Context: an optimization exercise on an open-source flow, tuned for small area, a short achievable clock period and few clock cycles per item. The choices shown serve that exercise and are no tape-out recipe. The RTL was checked by simulation tests, not by an equivalence proof against the original design.

## run 1
Design aes_dp, start of the top module:
module aes_dp (
  input  wire         clk,
  input  wire         rst,         
  input  wire         in_valid,
  output wire         in_ready,
  input  wire [1:0]   in_op,       
  input  wire         in_key256,   
  input  wire [255:0] in_key,
  input  wire [127:0] in_data,
  output reg          out_valid,
  output wire [127:0] out_data
);
  function automatic [7:0] xt(input [7:0] b);
    xt = {b[6:0], 1'b0} ^ (b[7] ? 8'h1b : 8'h00);
  endfunction
  function automatic [31:0] mix_col(input [31:0] c);
    reg [7:0] a0, a1, a2, a3;
    begin
      a0 = c[31:24]; a1 = c[23:16]; a2 = c[15:8]; a3 = c[7:0];
      mix_col[31:24] = xt(a0 ^ a1) ^ a1 ^ a2 ^ a3;
      mix_col[23:16] = xt(a1 ^ a2) ^ a2 ^ a3 ^ a0;
      mix_col[15:8]  = xt(a2 ^ a3) ^ a3 ^ a0 ^ a1;
      mix_col[7:0]   = xt(a3 ^ a0) ^ a0 ^ a1 ^ a2;
    end
  endfunction
  function automatic [31:0] pre_col(input [31:0] c);
    reg [7:0] a0, a1, a2, a3, u, v;
    begin
      a0 = c[31:24]; a1 = c[23:16]; a2 = c[15:8]; a3 = c[7:0];
      u = xt(xt(a0 ^ a2));
      v = xt(xt(a1 ^ a3));
  ...
==> flow/config.mk <==
export PLATFORM = sky130hd
export DESIGN_NAME = aes_dp
export DESIGN_NICKNAME = aes_dp
export VERILOG_FILES = /design/flow/design.v
export SDC_FILE = /design/flow/constraint.sdc
export NUM_CORES = 8
export LEC_CHECK = 0
export CAP_MARGIN = 20
export CORE_MARGIN = 2
export CORE_UTILIZATION = 50
export PLACE_DENSITY = 0.6
export SLEW_MARGIN = 40
==> flow/constraint.sdc <==
create_clock -name core_clock -period 12.0 [get_ports {clk}]
set_input_delay 2.4000 -clock core_clock [delete_from_list [all_inputs] [get_ports {clk}]]
set_output_delay 2.4000 -clock core_clock [all_outputs]
set_load 0.01 [all_outputs]
standard.sh (not shown) runs the stock make flow with config.mk's settings and CLKGATE_MAP_FILE= SYNTH_SCRIPT=/design/flow/synth_recipe.tcl, a recipe that flattens the netlist after the stock synthesis.
==> flow/flow/run.sh <==
#!/bin/bash
# The standard layout (the standard.sh: standard synthesis, floorplan,
# placement, CTS, routing) with two changes to how it is made:
# - repair_timing is asked to keep a larger setup margin, so that it sizes
#   and buffers the longest paths further;
# - the buffer that every input and output port gets is a buf_2 rather than
#   the cell buffer_ports picks by default (a delay buffer).
set -euo pipefail
bash standard.sh SETUP_SLACK_MARGIN=7.5 "BUFFER_PORTS_ARGS=-buffer_cell sky130_fd_sc_hd__buf_2" finish > standard.log 2>&1
Testbench counts of run 1, summed over its fixed seeds: cycles 22,591, blocks 1,732.
What run 2 does differently from run 1 at the input level:
==> flow/flow/run.sh <==
#!/bin/bash
# The standard layout (the standard.sh: standard synthesis, floorplan,
# placement, CTS, routing) with two changes to how it is made:
# - repair_timing is asked to keep a larger setup margin, so that it sizes
#   and buffers the longest paths further;
# - the buffer that every input and output port gets is a buf_1 rather than
#   the cell buffer_ports picks by default (a delay buffer).
set -euo pipefail
bash standard.sh SETUP_SLACK_MARGIN=7.7 "BUFFER_PORTS_ARGS=-buffer_cell sky130_fd_sc_hd__buf_1" finish > standard.log 2>&1
Notes after the runs:
- Comparing run 1 and run 2, the higher via-per-instance ratio was measured on run 2.
- Going from run 1 to run 2, delay of the slowest critical-path stage fell 0.24 ns, pre-CTS setup slack rose 0.18 ns, multi-input combinational cell area rose about 3%.
- When run 2 is measured against run 1, its global-route usage turns out 0.91 points higher.
- The routed wire length of run 2 was inferior to that of run 1.
--- input diff run 2..run 3 ---
Settings: GPL_TIMING_DRIVEN newly set to 1.
==> flow/flow/run.sh <==
#!/bin/bash
# The standard layout (the standard.sh: standard synthesis, floorplan,
# placement, CTS, routing) with two changes to how it is made:
# - repair_timing is asked to keep a larger setup margin, so that it sizes
#   and buffers the longest paths further;
# - the buffer that every input and output port gets is a buf_2 rather than
#   the cell buffer_ports picks by default (a delay buffer).
set -euo pipefail
bash standard.sh SETUP_SLACK_MARGIN=7.5 "BUFFER_PORTS_ARGS=-buffer_cell sky130_fd_sc_hd__buf_2" finish > standard.log 2>&1
==> comparison <==
Compared with run 2, run 3 shows a lower worst slew margin relative to its limit. Compared with run 2, in run 3 count of clock-buffer cells in the layout increased 1; post-route cell area went down by about 3%; area of combinational cells with multiple inputs saw a decrease. Going from run 2 to run 3, fmax shrinks by about 0.44%. Multi-input combinational cell count: run 2 vs run 3, no meaningful difference. In the flow results for run 2 and run 3, the met2 wirelength from detailed routing is smaller on run 3.
### run 3 -> run 4
Settings: removing GPL_TIMING_DRIVEN (formerly 1).
==> flow/flow/run.sh <==
#!/bin/bash
# The standard layout (the standard.sh: standard synthesis, floorplan,
# placement, CTS, routing) with two changes to how it is made:
# - repair_timing is asked to keep a larger setup margin, so that it sizes
#   and buffers the longest paths further;
# - the buffer that every input and output port gets is a buf_1 rather than
#   the cell buffer_ports picks by default (a delay buffer).
set -euo pipefail
bash standard.sh SETUP_SLACK_MARGIN=7.5 "BUFFER_PORTS_ARGS=-buffer_cell sky130_fd_sc_hd__buf_1" finish > standard.log 2>&1
[summary]
Compared with run 3, in run 4 maximum frequency decreased by 3.7 MHz relative to the old numbers; placed standard-cell area decreased by about 0.6% relative to the old numbers; routed wire length closely matched the old numbers; cell count closely matched the old numbers; setup slack of the critical path after layout decreased by 0.077 ns relative to the old numbers.
Number of logic stages on the critical path including buffering up 5 in run 4 wrt run 3

port drivers added, routing unchanged:
Ports are ideal in the flow. The routed layouts listed here were re-timed in OpenROAD. Step 1 assumes that a clkbuf_16 drives the clock port and a buf_2 every other input. Step 2 adds t to the input delays and takes it off the output delays; t is the mean of the earliest and latest rising clock arrival at the registers after step 1. Input paths then give back, and output paths get back, about the clock's delay inside the block. Three values: ideal ports, drivers, drivers and shift; two values: the first two.
| run | t (ns) | slack for setup (ns) | clock arrival spread, ns | worst data-port slew with drivers (ns) | cell pins on the clock port's net |
|---|---|---|---|---|---|
| run 1 | 0.919 | 7.493 / 7.493 / 6.739 | 0.060 / 0.061 | 0.26 | 1 |
| run 2 | 0.929 | 7.513 / 7.513 / 6.879 | 0.064 / 0.064 | 0.24 | 1 |
| run 3 | 0.919 | 7.493 / 7.493 / 6.739 | 0.060 / 0.061 | 0.26 | 1 |
| run 4 | 0.926 | 7.416 / 7.416 / 6.893 | 0.033 / 0.033 | 0.26 | 1 |
After both steps every run listed still meets setup and hold.
